This is an optimization exercise on Yosys and OpenROAD, whose aim is small area and a short achievable clock period, not a production implementation.
At most, simulation tests tie the RTL to the original design; equivalence was not proved.
Power and IR drop assume default switching activity.

==> inputs of run a <==
==> flow/design.v (excerpt) <==
module omt_pe_tile (
    input  wire         clk,
    input  wire         rst,
    input  wire         cmd_valid,
    input  wire [1:0]   cmd_op,
    input  wire [3:0]   a_addr,
    input  wire [3:0]   b_addr,
    input  wire [3:0]   w_addr,
    input  wire [2:0]   b_src,
    input  wire [1:0]   k_src,
    input  wire [7:0]   tt_r,
    input  wire [7:0]   tt_c,
    input  wire [2:0]   dest,
    input  wire         carry_en,
    input  wire         mask_mode,
    input  wire [1:0]   bcn_req,
    input  wire [7:0]   edge_mode,     
    input  wire [15:0]  b_const,
    input  wire [4:0]   plane_sel,
    input  wire [63:0]  plane_wdata,
    output reg          rd_valid,
    output reg  [63:0]  rd_data,
    output wire         bcn_valid,
    output wire         bcn_or,
    output wire [6:0]   bcn_count,
    output wire [5:0]   bcn_first,
    output wire         bcn_none
);
Settings: LEC_CHECK=0, CAP_MARGIN=35, CORE_MARGIN=2, CORE_UTILIZATION=30, CTS_CLUSTER_DIAMETER=90, CTS_CLUSTER_SIZE=24, PLACE_DENSITY=0.65, SETUP_SLACK_MARGIN=4.8, SLEW_MARGIN=20; clock period 8.0 ns.
standard.sh (not shown) runs the stock make flow with config.mk's settings and CLKGATE_MAP_FILE= SYNTH_SCRIPT=/design/flow/synth_recipe.tcl, a recipe that flattens the netlist after the stock synthesis.
==> flow/flow/run.sh <==
#!/bin/bash
# Layout flow: the standard ORFS flow (standard.sh), with two changes to
# how the layout is made:
#  - synthesis maps the logic with an area-oriented ABC script
#    (flow/abc_area_nf.script) in place of ORFS's abc_speed.script; the
#    rest of the synthesis (registers included) is the standard one;
#  - ports are buffered with sky130_fd_sc_hd__buf_1 (resized later by the
#    timing repair where needed).
# Each tool's output is in the ORFS logs under orfs/logs/; make's own output
# is in flow_make.log.
set -euo pipefail
W=$(pwd)
rm -rf "$W/flow_scripts"
cp -r "$FLOW_HOME/scripts" "$W/flow_scripts"
cp "$W/flow/abc_area_nf.script" "$W/flow_scripts/abc_speed.script"
bash "$W/standard.sh" SCRIPTS_DIR="$W/flow_scripts" \
    BUFFER_PORTS_ARGS="-buffer_cell sky130_fd_sc_hd__buf_1" finish \
    > "$W/flow_make.log" 2>&1
==> flow/flow/abc_area_nf.script <==
&get -n
&st
&dch -f
&nf -R 1000 -a
&put
==> run b (differences from run a) <==
--- a/flow/design.v
+++ b/flow/design.v
@@ -1,16 +1,18 @@
 module omt_pe (
     input  wire        clk,
     input  wire [15:0] asel,        
     input  wire [15:0] bsel,        
+    input  wire [15:0] wsel,        
     input  wire        fwd_a,       
     input  wire        fwd_b,
+    input  wire        fwd_w,
     input  wire        pwrite_a,    
     input  wire        wbit,        
     input  wire        rst_b,       
     input  wire        use_w,       
-    input  wire [15:0] wmem_n,      
+    input  wire [15:0] wmem,        
     input  wire [20:16] pw,         
     input  wire        wc,          
     input  wire        wm,          
     input  wire        wf,          
     input  wire        wx,
@@ -36,35 +38,35 @@
     output wire        f_out,
     output wire        m_out
 );
     reg [15:0] mem;
     reg c_r, m_r, f_r, x_r, y_r;
-    reg a_raw;
+    reg a_raw, w_raw;
     wire dw;
-    wire wr_en;    
     wire rd_a = |(asel & mem);
     wire rd_b = |(bsel & mem);
+    wire rd_w = |(wsel & mem);
     always @(posedge clk) begin
-        a_raw <= pwrite_a ? wbit : (fwd_a & wr_en) ? dw : rd_a;
-        b_raw <= (fwd_b & wr_en) ? dw : rd_b;
+        a_raw <= rd_a | (fwd_a & dw);
+        b_raw <= rd_b | (fwd_b & dw);
+        w_raw <= rd_w | (fwd_w & dw) | (pwrite_a & wbit);
     end
     wire b_bit = (sel_own & b_raw) | (sel_n & src_n) | (sel_e & src_e) |
                  (sel_s & src_s) | (sel_w & src_w) | bconst;
     wire k_bit = (ksel[0] & c_r) | (ksel[1] & f_r) | (ksel[2] & x_r) |
                  (ksel[3] & y_r);
     wire [2:0] idx = {a_raw, b_bit, k_bit};
     wire r  = tt_r[idx];
     wire g  = tt_c[idx];
     wire en = mask_mode | m_r;
-    assign wr_en = en | use_w;
-    assign dw = use_w ? a_raw : r;
-    wire dc = use_w ? a_raw : g;
-    wire dm = rst_b | (use_w ? a_raw : r);
+    assign dw = (use_w | ~en) ? w_raw : r;
+    wire dc = use_w ? w_raw : g;
+    wire dm = rst_b | (use_w ? w_raw : r);
     integer j;
     always @(posedge clk) begin
         for (j = 0; j < 16; j = j + 1)
-            if (!wmem_n[j] & wr_en)
+            if (wmem[j])
                 mem[j] <= dw;
         if (pw[16] | (wc & en)) c_r <= dc;
         if (pw[17] | wm)        m_r <= dm;
         if (pw[18] | (wf & en)) f_r <= dw;
         if (pw[19] | (wx & en)) x_r <= dw;
@@ -181,12 +183,12 @@
     reg  [2:0]  dest_c, b_src_c;
     reg  [1:0]  k_src_c;
     reg  [7:0]  edge_c, ttr_c, ttc_c;
     reg  [4:0]  plane_c;
     reg         bconst_c;
-    reg  [15:0] asel_c, bsel_c;
-    reg         fwd_a_c, fwd_b_c;
+    reg  [15:0] asel_c, bsel_c, wsel_c;
+    reg         fwd_a_c, fwd_b_c, fwd_w_c;
     reg  [63:0] wdata_c;
     function writes_row;
         input [4:0] x;
         begin
             writes_row = rst_c ||
@@ -211,15 +213,17 @@
         ttr_c    <= tt_r;
         ttc_c    <= tt_c;
         plane_c  <= plane_sel;
         bconst_c <= b_const[b_addr];
         for (j = 0; j < 16; j = j + 1) begin
-            asel_c[j] <= (exec || pread) && (a_row == j);
-            bsel_c[j] <= exec && (b_addr == j);
+            asel_c[j] <= (exec || pread) && (a_row == j) && !writes_row(j);
+            bsel_c[j] <= exec && (b_addr == j) && !writes_row(j);
+            wsel_c[j] <= exec && (w_addr == j) && !writes_row(j);
         end
         fwd_a_c  <= (exec || pread) && !a_row[4] && writes_row(a_row);
         fwd_b_c  <= exec && writes_row({1'b0, b_addr});
+        fwd_w_c  <= exec && writes_row({1'b0, w_addr});
         wdata_c  <= plane_wdata;
     end
     wire bs_own = exec_c && (b_src_c == 3'd0);
     wire bs_n   = exec_c && (b_src_c == 3'd1);
     wire bs_e   = exec_c && (b_src_c == 3'd2);
@@ -232,11 +236,11 @@
     wire s_wrap = bs_s && (edge_c[5:4] == 2'd1);
     wire s_refl = bs_s && (edge_c[5:4] == 2'd2);
     wire w_wrap = bs_w && (edge_c[7:6] == 2'd1);
     wire w_refl = bs_w && (edge_c[7:6] == 2'd2);
     reg         rst_b, use_w_b, pread_b, bcn_b, mask_b;
-    reg  [15:0] wmem_nb;    
+    reg  [15:0] wmem_b;
     reg  [20:16] pw_b;
     reg         rsel_k_b, rsel_m_b;
     reg         wc_b, wm_b, wf_b, wx_b, wy_b;
     reg  [3:0]  ksel_b;
     reg         bs_n_b, bs_e_b, bs_s_b, bs_w_b;
@@ -250,11 +254,11 @@
         use_w_b <= rst_c || pwrite_c;
         pread_b <= pread_c && !rst;
         bcn_b   <= bcn_c && !rst;
         mask_b  <= mask_c;
         for (j = 0; j < 16; j = j + 1)
-            wmem_nb[j] <= !writes_row(j);
+            wmem_b[j] <= writes_row(j);
         for (j = 16; j < 21; j = j + 1) begin
             pw_b[j]   <= rst_c || (pwrite_c && (plane_c == j));
         end
         rsel_k_b <= pread_c && (plane_c == 5'd16 || plane_c == 5'd18 ||
                                 plane_c == 5'd19 || plane_c == 5'd20);
@@ -322,17 +326,19 @@
                             (c == 0)        ? own_w_b : own_b;
                 omt_pe u_pe (
                     .clk       (clk),
                     .asel      (asel_c),
                     .bsel      (bsel_c),
+                    .wsel      (wsel_c),
                     .fwd_a     (fwd_a_c),
                     .fwd_b     (fwd_b_c),
+                    .fwd_w     (fwd_w_c),
                     .pwrite_a  (pwrite_c),
                     .wbit      (wdata_c[P]),
                     .rst_b     (rst_b),
                     .use_w     (use_w_b),
-                    .wmem_n    (wmem_nb),
+                    .wmem      (wmem_b),
                     .pw        (pw_b),
                     .wc        (wc_b),
                     .wm        (wm_b),
                     .wf        (wf_b),
                     .wx        (wx_b),
--- a/flow/config.mk
+++ b/flow/config.mk
@@ -6,10 +6,10 @@
 export NUM_CORES = 8
 export LEC_CHECK = 0
 export CAP_MARGIN = 35
 export CORE_MARGIN = 2
 export CORE_UTILIZATION = 30
-export CTS_CLUSTER_DIAMETER = 90
-export CTS_CLUSTER_SIZE = 24
-export PLACE_DENSITY = 0.65
+export CTS_CLUSTER_DIAMETER = 80
+export CTS_CLUSTER_SIZE = 22
+export PLACE_DENSITY = 0.45
 export SETUP_SLACK_MARGIN = 4.8
 export SLEW_MARGIN = 20
==> comparison <==
Run a produced a clean layout. Run b completed with no timing, DRC or antenna violations. In critical path depth, run a and run b do not differ. Wire length: run a is smaller than run b (about 15%). In run b the utilization is higher than in run a, by 0.52 points. Of run b and run a, run b has the higher flip-flop and latch count (gap 81).

---

==> inputs of branch violet <==
omt_pe_tile, a different RTL version from the one above (not shown whole).
## omt_pe_tile
module omt_pe_tile (
    input  wire         clk,
    input  wire         rst,
    input  wire         cmd_valid,
    input  wire [1:0]   cmd_op,
    input  wire [3:0]   a_addr,
    input  wire [3:0]   b_addr,
    input  wire [3:0]   w_addr,
    input  wire [2:0]   b_src,
    input  wire [1:0]   k_src,
    input  wire [7:0]   tt_r,
    input  wire [7:0]   tt_c,
    input  wire [2:0]   dest,
    input  wire         carry_en,
    input  wire         mask_mode,
    input  wire [1:0]   bcn_req,
    input  wire [7:0]   edge_mode,     
    input  wire [15:0]  b_const,
    input  wire [4:0]   plane_sel,
    input  wire [63:0]  plane_wdata,
    output reg          rd_valid,
    output reg  [63:0]  rd_data,
    output wire         bcn_valid,
    output wire         bcn_or,
    output wire [6:0]   bcn_count,
    output wire [5:0]   bcn_first,
    output wire         bcn_none
);
export LEC_CHECK = 0
export ABC_CLOCK_PERIOD_IN_PS = 3000
export CAP_MARGIN = 20
export CORE_MARGIN = 2
export CORE_UTILIZATION = 40
export CTS_CLUSTER_DIAMETER = 100
export CTS_CLUSTER_SIZE = 25
export PLACE_DENSITY = 0.55
export SETUP_SLACK_MARGIN = 5
export SLEW_MARGIN = 20
create_clock -name core_clock -period 8.0 [get_ports {clk}]
run.sh (not shown) runs the stock make flow with config.mk's settings and CLKGATE_MAP_FILE= SYNTH_SCRIPT=/design/flow/synth_recipe.tcl, a recipe that flattens the netlist after the stock synthesis.
Stock flow here: none of the scripts above is used.
==> branch fjord: changes against branch violet <==
--- a/flow/design.v
+++ b/flow/design.v
@@ -1,26 +1,24 @@
 module omt_pe (
     input  wire        clk,
     input  wire [15:0] asel,        
     input  wire [15:0] bsel,        
-    input  wire [15:0] wsel,        
     input  wire        fwd_a,       
     input  wire        fwd_b,
-    input  wire        fwd_w,
     input  wire        pwrite_a,    
     input  wire        wbit,        
     input  wire        rst_b,       
     input  wire        use_w,       
-    input  wire [15:0] wmem,        
-    input  wire [20:16] pw,         
-    input  wire        wc,          
-    input  wire        wm,          
-    input  wire        wf,          
-    input  wire        wx,
-    input  wire        wy,
+    input  wire [15:0] wmem_n,      
+    input  wire [20:16] pw_n,       
+    input  wire        wc_n,        
+    input  wire        wm_n,        
+    input  wire        wf_n,        
+    input  wire        wx_n,
+    input  wire        wy_n,
     input  wire        mask_mode,
     input  wire        rsel_k,      
     input  wire        rsel_m,      
     input  wire [3:0]  ksel,        
     input  wire        sel_own,     
     input  wire        sel_n,       
     input  wire        sel_e,
@@ -36,45 +34,47 @@
     output reg         b_raw,
     output wire        rbit,
     output wire        f_out,
     output wire        m_out
 );
     reg [15:0] mem;
     reg c_r, m_r, f_r, x_r, y_r;
-    reg a_raw, w_raw;
+    reg a_raw;
     wire dw;
+    wire wr_en;    
     wire rd_a = |(asel & mem);
     wire rd_b = |(bsel & mem);
-    wire rd_w = |(wsel & mem);
     always @(posedge clk) begin
-        a_raw <= fwd_a ? dw : rd_a;
-        b_raw <= fwd_b ? dw : rd_b;
-        w_raw <= pwrite_a ? wbit : fwd_w ? dw : rd_w;
+        a_raw <= pwrite_a ? wbit : (fwd_a & wr_en) ? dw : rd_a;
+        b_raw <= (fwd_b & wr_en) ? dw : rd_b;
     end
     wire b_bit = (sel_own & b_raw) | (sel_n & src_n) | (sel_e & src_e) |
                  (sel_s & src_s) | (sel_w & src_w) | bconst;
     wire k_bit = (ksel[0] & c_r) | (ksel[1] & f_r) | (ksel[2] & x_r) |
                  (ksel[3] & y_r);
-    wire [2:0] idx = {a_raw, b_bit, k_bit};
-    wire r  = tt_r[idx];
-    wire g  = tt_c[idx];
+    wire [3:0] tr_a = a_raw ? tt_r[7:4] : tt_r[3:0];
+    wire [3:0] tc_a = a_raw ? tt_c[7:4] : tt_c[3:0];
+    wire [1:0] bk   = {b_bit, k_bit};
+    wire r  = tr_a[bk];
+    wire g  = tc_a[bk];
     wire en = mask_mode | m_r;
-    assign dw = (use_w | ~en) ? w_raw : r;
-    wire dc = use_w ? w_raw : g;
-    wire dm = rst_b | (use_w ? w_raw : r);
+    assign wr_en = en | use_w;
+    assign dw = use_w ? a_raw : r;
+    wire dc = use_w ? a_raw : g;
+    wire dm = rst_b | (use_w ? a_raw : r);
     integer j;
     always @(posedge clk) begin
         for (j = 0; j < 16; j = j + 1)
-            if (wmem[j])
+            if (!wmem_n[j] & wr_en)
                 mem[j] <= dw;
-        if (pw[16] | (wc & en)) c_r <= dc;
-        if (pw[17] | wm)        m_r <= dm;
-        if (pw[18] | (wf & en)) f_r <= dw;
-        if (pw[19] | (wx & en)) x_r <= dw;
-        if (pw[20] | (wy & en)) y_r <= dw;
+        if (!(pw_n[16] & (wc_n | ~en))) c_r <= dc;
+        if (!(pw_n[17] & wm_n))          m_r <= dm;
+        if (!(pw_n[18] & (wf_n | ~en))) f_r <= dw;
+        if (!(pw_n[19] & (wx_n | ~en))) x_r <= dw;
+        if (!(pw_n[20] & (wy_n | ~en))) y_r <= dw;
     end
     assign rbit = a_raw | (rsel_k & k_bit) | (rsel_m & m_r);
     assign f_out = f_r;
     assign m_out = m_r;
 endmodule
 module omt_beacon (
     input  wire        clk,
@@ -181,16 +181,16 @@
     reg         rst_c, exec_c, pwrite_c, pread_c, bcn_c, mask_c, carry_c;
     reg  [3:0]  w_addr_c;
     reg  [2:0]  dest_c, b_src_c;
     reg  [1:0]  k_src_c;
     reg  [7:0]  edge_c, ttr_c, ttc_c;
     reg  [4:0]  plane_c;
     reg         bconst_c;
-    reg  [15:0] asel_c, bsel_c, wsel_c;
-    reg         fwd_a_c, fwd_b_c, fwd_w_c;
+    reg  [15:0] asel_c, bsel_c;
+    reg         fwd_a_c, fwd_b_c;
     reg  [63:0] wdata_c;
     function writes_row;
         input [4:0] x;
         begin
             writes_row = rst_c ||
                 (exec_c && (dest_c == 3'd1) && ({1'b0, w_addr_c} == x)) ||
                 (pwrite_c && (plane_c == x));
@@ -213,19 +213,17 @@
         ttr_c    <= tt_r;
         ttc_c    <= tt_c;
         plane_c  <= plane_sel;
         bconst_c <= b_const[b_addr];
         for (j = 0; j < 16; j = j + 1) begin
             asel_c[j] <= (exec || pread) && (a_row == j);
             bsel_c[j] <= exec && (b_addr == j);
-            wsel_c[j] <= exec && (w_addr == j);
         end
         fwd_a_c  <= (exec || pread) && !a_row[4] && writes_row(a_row);
         fwd_b_c  <= exec && writes_row({1'b0, b_addr});
-        fwd_w_c  <= exec && writes_row({1'b0, w_addr});
         wdata_c  <= plane_wdata;
     end
     wire bs_own = exec_c && (b_src_c == 3'd0);
     wire bs_n   = exec_c && (b_src_c == 3'd1);
     wire bs_e   = exec_c && (b_src_c == 3'd2);
     wire bs_s   = exec_c && (b_src_c == 3'd3);
     wire bs_w   = exec_c && (b_src_c == 3'd4);
@@ -234,44 +232,44 @@
     wire e_wrap = bs_e && (edge_c[3:2] == 2'd1);
     wire e_refl = bs_e && (edge_c[3:2] == 2'd2);
     wire s_wrap = bs_s && (edge_c[5:4] == 2'd1);
     wire s_refl = bs_s && (edge_c[5:4] == 2'd2);
     wire w_wrap = bs_w && (edge_c[7:6] == 2'd1);
     wire w_refl = bs_w && (edge_c[7:6] == 2'd2);
     reg         rst_b, use_w_b, pread_b, bcn_b, mask_b;
-    reg  [15:0] wmem_b;
-    reg  [20:16] pw_b;
+    reg  [15:0] wmem_nb;    
+    reg  [20:16] pw_nb;     
     reg         rsel_k_b, rsel_m_b;
-    reg         wc_b, wm_b, wf_b, wx_b, wy_b;
+    reg         wc_nb, wm_nb, wf_nb, wx_nb, wy_nb;     
     reg  [3:0]  ksel_b;
     reg         bs_n_b, bs_e_b, bs_s_b, bs_w_b;
     reg         n_wrap_b, e_wrap_b, s_wrap_b, w_wrap_b;
     reg         own_b, own_n_b, own_e_b, own_s_b, own_w_b;
     reg         own_ne_b, own_nw_b, own_se_b, own_sw_b;
     reg         bconst_b;
     reg  [7:0]  ttr_b, ttc_b;
     always @(posedge clk) begin
         rst_b   <= rst_c;
         use_w_b <= rst_c || pwrite_c;
         pread_b <= pread_c && !rst;
         bcn_b   <= bcn_c && !rst;
         mask_b  <= mask_c;
         for (j = 0; j < 16; j = j + 1)
-            wmem_b[j] <= writes_row(j);
+            wmem_nb[j] <= !writes_row(j);
         for (j = 16; j < 21; j = j + 1) begin
-            pw_b[j]   <= rst_c || (pwrite_c && (plane_c == j));
+            pw_nb[j]  <= !(rst_c || (pwrite_c && (plane_c == j)));
         end
         rsel_k_b <= pread_c && (plane_c == 5'd16 || plane_c == 5'd18 ||
                                 plane_c == 5'd19 || plane_c == 5'd20);
         rsel_m_b <= pread_c && (plane_c == 5'd17);
-        wc_b <= exec_c && carry_c;
-        wm_b <= exec_c && (dest_c == 3'd5);
-        wf_b <= exec_c && (dest_c == 3'd2);
-        wx_b <= exec_c && (dest_c == 3'd3);
-        wy_b <= exec_c && (dest_c == 3'd4);
+        wc_nb <= !(exec_c && carry_c);
+        wm_nb <= !(exec_c && (dest_c == 3'd5));
+        wf_nb <= !(exec_c && (dest_c == 3'd2));
+        wx_nb <= !(exec_c && (dest_c == 3'd3));
+        wy_nb <= !(exec_c && (dest_c == 3'd4));
         if (pread_c) begin
             ksel_b[0] <= (plane_c == 5'd16);
             ksel_b[1] <= (plane_c == 5'd18);
             ksel_b[2] <= (plane_c == 5'd19);
             ksel_b[3] <= (plane_c == 5'd20);
         end else begin
             for (j = 0; j < 4; j = j + 1)
@@ -324,29 +322,27 @@
                             (c == COLS-1)   ? own_e_b :
                             (r == ROWS-1)   ? own_s_b :
                             (c == 0)        ? own_w_b : own_b;
                 omt_pe u_pe (
                     .clk       (clk),
                     .asel      (asel_c),
                     .bsel      (bsel_c),
-                    .wsel      (wsel_c),
                     .fwd_a     (fwd_a_c),
                     .fwd_b     (fwd_b_c),
-                    .fwd_w     (fwd_w_c),
                     .pwrite_a  (pwrite_c),
                     .wbit      (wdata_c[P]),
                     .rst_b     (rst_b),
                     .use_w     (use_w_b),
-                    .wmem      (wmem_b),
-                    .pw        (pw_b),
-                    .wc        (wc_b),
-                    .wm        (wm_b),
-                    .wf        (wf_b),
-                    .wx        (wx_b),
-                    .wy        (wy_b),
+                    .wmem_n    (wmem_nb),
+                    .pw_n      (pw_nb),
+                    .wc_n      (wc_nb),
+                    .wm_n      (wm_nb),
+                    .wf_n      (wf_nb),
+                    .wx_n      (wx_nb),
+                    .wy_n      (wy_nb),
                     .mask_mode (mask_b),
                     .rsel_k    (rsel_k_b),
                     .rsel_m    (rsel_m_b),
                     .ksel      (ksel_b),
                     .sel_own   (so),
                     .sel_n     (sn),
                     .sel_e     (se),
==> flow/flow/run.sh (new file) <==
#!/bin/bash
# Layout flow: the standard ORFS flow (standard.sh), with these changes
# to how the layout is made:
#  - synthesis maps the logic with an area-oriented ABC script
#    (flow/abc_area_nf.script) in place of ORFS's abc_speed.script; the
#    rest of the synthesis (registers included) is the standard one;
#  - sky130_fd_sc_hd__a222oi_1 is added to the platform's don't-use cells
#    (it has no stronger size, so the timing repair cannot fix it when it
#    ends up driving a long wire);
#  - ports are buffered with sky130_fd_sc_hd__buf_1 (resized later by the
#    timing repair where needed).
# Each tool's output is in the ORFS logs under orfs/logs/; make's own output
# is in flow_make.log.
set -euo pipefail
W=$(pwd)
rm -rf "$W/flow_scripts"
cp -r "$FLOW_HOME/scripts" "$W/flow_scripts"
cp "$W/flow/abc_area_nf.script" "$W/flow_scripts/abc_speed.script"
DU="$(sed -n '/DONT_USE_CELLS/,/^$/p' "$FLOW_HOME/platforms/sky130hd/config.mk" \
      | grep -o 'sky130_fd_sc_hd__[a-z0-9_]*' | tr '\n' ' ')sky130_fd_sc_hd__a222oi_1"
echo "DONT_USE_CELLS=$DU" > "$W/flow_dont_use.txt"
bash "$W/standard.sh" SCRIPTS_DIR="$W/flow_scripts" \
    BUFFER_PORTS_ARGS="-buffer_cell sky130_fd_sc_hd__buf_1" \
    DONT_USE_CELLS="$DU" finish \
    > "$W/flow_make.log" 2>&1
==> flow/flow/abc_area_nf.script (new file) <==
&get -n
&st
&dch -f
&nf -R 1000 -a
&st
&dch -f
&nf -R 1000 -a
&put
==> flow/standard.sh (new file) <==
#!/bin/bash
# synth_recipe.tcl (not shown) runs the flow's synth.tcl, then flattens the netlist and writes it again
# the make line also repeats each setting of config.mk as NAME=value (left out here)
make -C /OpenROAD-flow-scripts/flow DESIGN_CONFIG=/design/flow/config.mk WORK_HOME=/design/flow/orfs CLKGATE_MAP_FILE= SYNTH_SCRIPT=/design/flow/synth_recipe.tcl "${@:-finish}"
ABC_CLOCK_PERIOD_IN_PS = default   (was 3000)
CAP_MARGIN = 35   (was 20)
CORE_UTILIZATION = 30   (was 40)
CTS_CLUSTER_DIAMETER = 90   (was 100)
CTS_CLUSTER_SIZE = 24   (was 25)
PLACE_DENSITY = 0.45   (was 0.55)
SETUP_SLACK_MARGIN = 4.95   (was 5)
removed: flow/run.sh
==> branch nickel: changes against branch violet <==
--- a/flow/design.v
+++ b/flow/design.v
@@ -14,16 +14,15 @@
     input  wire [20:16] pw,         
     input  wire        wc,          
     input  wire        wm,          
     input  wire        wf,          
     input  wire        wx,
     input  wire        wy,
     input  wire        mask_mode,
-    input  wire        rsel_k,      
-    input  wire        rsel_m,      
+    input  wire [20:16] rsel,       
     input  wire [3:0]  ksel,        
     input  wire        sel_own,     
     input  wire        sel_n,       
     input  wire        sel_e,
     input  wire        sel_s,
     input  wire        sel_w,
     input  wire        bconst,      
@@ -68,15 +67,16 @@
                 mem[j] <= dw;
         if (pw[16] | (wc & en)) c_r <= dc;
         if (pw[17] | wm)        m_r <= dm;
         if (pw[18] | (wf & en)) f_r <= dw;
         if (pw[19] | (wx & en)) x_r <= dw;
         if (pw[20] | (wy & en)) y_r <= dw;
     end
-    assign rbit = a_raw | (rsel_k & k_bit) | (rsel_m & m_r);
+    assign rbit = a_raw | (rsel[16] & c_r) | (rsel[17] & m_r) |
+                  (rsel[18] & f_r) | (rsel[19] & x_r) | (rsel[20] & y_r);
     assign f_out = f_r;
     assign m_out = m_r;
 endmodule
 module omt_beacon (
     input  wire        clk,
     input  wire        rst,
     input  wire        req,         
@@ -235,16 +235,15 @@
     wire e_refl = bs_e && (edge_c[3:2] == 2'd2);
     wire s_wrap = bs_s && (edge_c[5:4] == 2'd1);
     wire s_refl = bs_s && (edge_c[5:4] == 2'd2);
     wire w_wrap = bs_w && (edge_c[7:6] == 2'd1);
     wire w_refl = bs_w && (edge_c[7:6] == 2'd2);
     reg         rst_b, use_w_b, pread_b, bcn_b, mask_b;
     reg  [15:0] wmem_b;
-    reg  [20:16] pw_b;
-    reg         rsel_k_b, rsel_m_b;
+    reg  [20:16] pw_b, rsel_b;
     reg         wc_b, wm_b, wf_b, wx_b, wy_b;
     reg  [3:0]  ksel_b;
     reg         bs_n_b, bs_e_b, bs_s_b, bs_w_b;
     reg         n_wrap_b, e_wrap_b, s_wrap_b, w_wrap_b;
     reg         own_b, own_n_b, own_e_b, own_s_b, own_w_b;
     reg         own_ne_b, own_nw_b, own_se_b, own_sw_b;
     reg         bconst_b;
@@ -255,32 +254,23 @@
         pread_b <= pread_c && !rst;
         bcn_b   <= bcn_c && !rst;
         mask_b  <= mask_c;
         for (j = 0; j < 16; j = j + 1)
             wmem_b[j] <= writes_row(j);
         for (j = 16; j < 21; j = j + 1) begin
             pw_b[j]   <= rst_c || (pwrite_c && (plane_c == j));
+            rsel_b[j] <= pread_c && (plane_c == j);
         end
-        rsel_k_b <= pread_c && (plane_c == 5'd16 || plane_c == 5'd18 ||
-                                plane_c == 5'd19 || plane_c == 5'd20);
-        rsel_m_b <= pread_c && (plane_c == 5'd17);
         wc_b <= exec_c && carry_c;
         wm_b <= exec_c && (dest_c == 3'd5);
         wf_b <= exec_c && (dest_c == 3'd2);
         wx_b <= exec_c && (dest_c == 3'd3);
         wy_b <= exec_c && (dest_c == 3'd4);
-        if (pread_c) begin
-            ksel_b[0] <= (plane_c == 5'd16);
-            ksel_b[1] <= (plane_c == 5'd18);
-            ksel_b[2] <= (plane_c == 5'd19);
-            ksel_b[3] <= (plane_c == 5'd20);
-        end else begin
-            for (j = 0; j < 4; j = j + 1)
-                ksel_b[j] <= (k_src_c == j);
-        end
+        for (j = 0; j < 4; j = j + 1)
+            ksel_b[j] <= (k_src_c == j);
         bs_n_b   <= bs_n;
         bs_e_b   <= bs_e;
         bs_s_b   <= bs_s;
         bs_w_b   <= bs_w;
         n_wrap_b <= n_wrap;
         e_wrap_b <= e_wrap;
         s_wrap_b <= s_wrap;
@@ -340,16 +330,15 @@
                     .pw        (pw_b),
                     .wc        (wc_b),
                     .wm        (wm_b),
                     .wf        (wf_b),
                     .wx        (wx_b),
                     .wy        (wy_b),
                     .mask_mode (mask_b),
-                    .rsel_k    (rsel_k_b),
-                    .rsel_m    (rsel_m_b),
+                    .rsel      (rsel_b),
                     .ksel      (ksel_b),
                     .sel_own   (so),
                     .sel_n     (sn),
                     .sel_e     (se),
                     .sel_s     (ss),
                     .sel_w     (sw),
                     .bconst    (bconst_b),
CTS_CLUSTER_DIAMETER = default   (was 100)
CTS_CLUSTER_SIZE = default   (was 25)
==> qor summary <==
	branch nickel	branch violet	branch fjord
Status	finished clean	finished clean	finished clean
Clk Latency, worst-skew pair	920 ps	830 ps	970 ps
Wire length of the first global-routing pass	699000 um	668000 um	617000 um
Highest ir drop seen on vdd	0.000259 V	0.000185 V	0.000293 V
Fraction of final layout cells sized beyond drive strength 1	0.163	0.141	0.132
Standard-cell row count	179	177	195
Timing endpoint of the critical path	g_row[4].g_col[0].u_pe.b_raw$_DFF_P_	g_row[1].g_col[1].u_pe.w_raw$_DFF_P_	g_row[4].g_col[3].u_pe.b_raw$_DFF_P_
Post-layout min period	3320 ps	3200 ps	3220 ps
Proportion of cell area occupied by registers	0.478	0.510	0.515
Min-delay src	ttr_c[0]$_DFF_P_	mask_c$_DFF_P_	ttr_c[2]$_DFF_P_
Clock buffers created by TritonCTS	205	89	124
P_leak	39.1 nW	36.5 nW	33.0 nW
Power Combinational	0.00379 W	0.00346 W	0.00364 W
Post-CTS sizing	454	292	141
Clock network contribution to total cell area	0.0645	0.0259	0.0449
Floorplan die height	492 um	488 um	538 um
Fin crit share	0.415	0.399	0.402
Reg-to-reg endpoint	g_row[4].g_col[0].u_pe.b_raw$_DFF_P_	g_row[1].g_col[1].u_pe.w_raw$_DFF_P_	g_row[4].g_col[3].u_pe.b_raw$_DFF_P_
Switching power total	0.00794 W	0.00667 W	0.00731 W
Die W	492 um	488 um	538 um
Clock slew seen by the registers of the worst setup and hold paths	60 ps	110 ps	100 ps
Sequential fraction of the synthesis area	0.548	0.556	0.592
Minimum hold slack	326 ps	320 ps	317 ps
Number of global-route vias before repair	81400	78000	72200
Synthesized area per cell	12.0 um2	12.6 um2	12.4 um2
Number of different library cells in the post-synthesis netlist	62	63	41
Only the layout flow was run in branch nickel; the RTL was not checked for function there.

==> separate check: timing with driven ports <==
In the flow no input, the clock included, has a driving cell. The finished layouts below were timed again as built, in two steps.
Step 1: set_driving_cell puts a clkbuf_16 on clk and a buf_2 on each other input, an assumption about the parent block.
Step 2, shift: input delay + t, output delay - t, t = (earliest + latest rising clock arrival at the registers) / 2. This alone moves slack from input paths to output paths.
Three values: ideal, step 1, step 2; two values: the first two.
run	t, ns	setup WS [ns]	worst hold slack (ns)	slew at the worst register clock pin (ns)	worst slew at a driven data input, ns
run a	1.009	4.692 / 4.692 / 4.259	0.330 / 0.330 / 0.330	0.11 / 0.11	0.07
run b	0.961	4.769 / 4.769 / 4.180	0.328 / 0.328 / 0.328	0.10 / 0.10	0.07
branch violet	0.913	4.805 / 4.805 / 4.323	0.320 / 0.320 / 0.320	0.12 / 0.12	0.16
branch fjord	1.018	4.781 / 4.781 / 4.302	0.317 / 0.317 / 0.317	0.11 / 0.11	0.10
branch nickel	0.997	4.678 / 4.678 / 4.191	0.326 / 0.326 / 0.326	0.07 / 0.07	0.10
After both steps every run listed still meets setup and hold. For run b, which loses most, drivers alone change the setup slack by 0.000 ns; drivers and shift together by -0.589 ns.
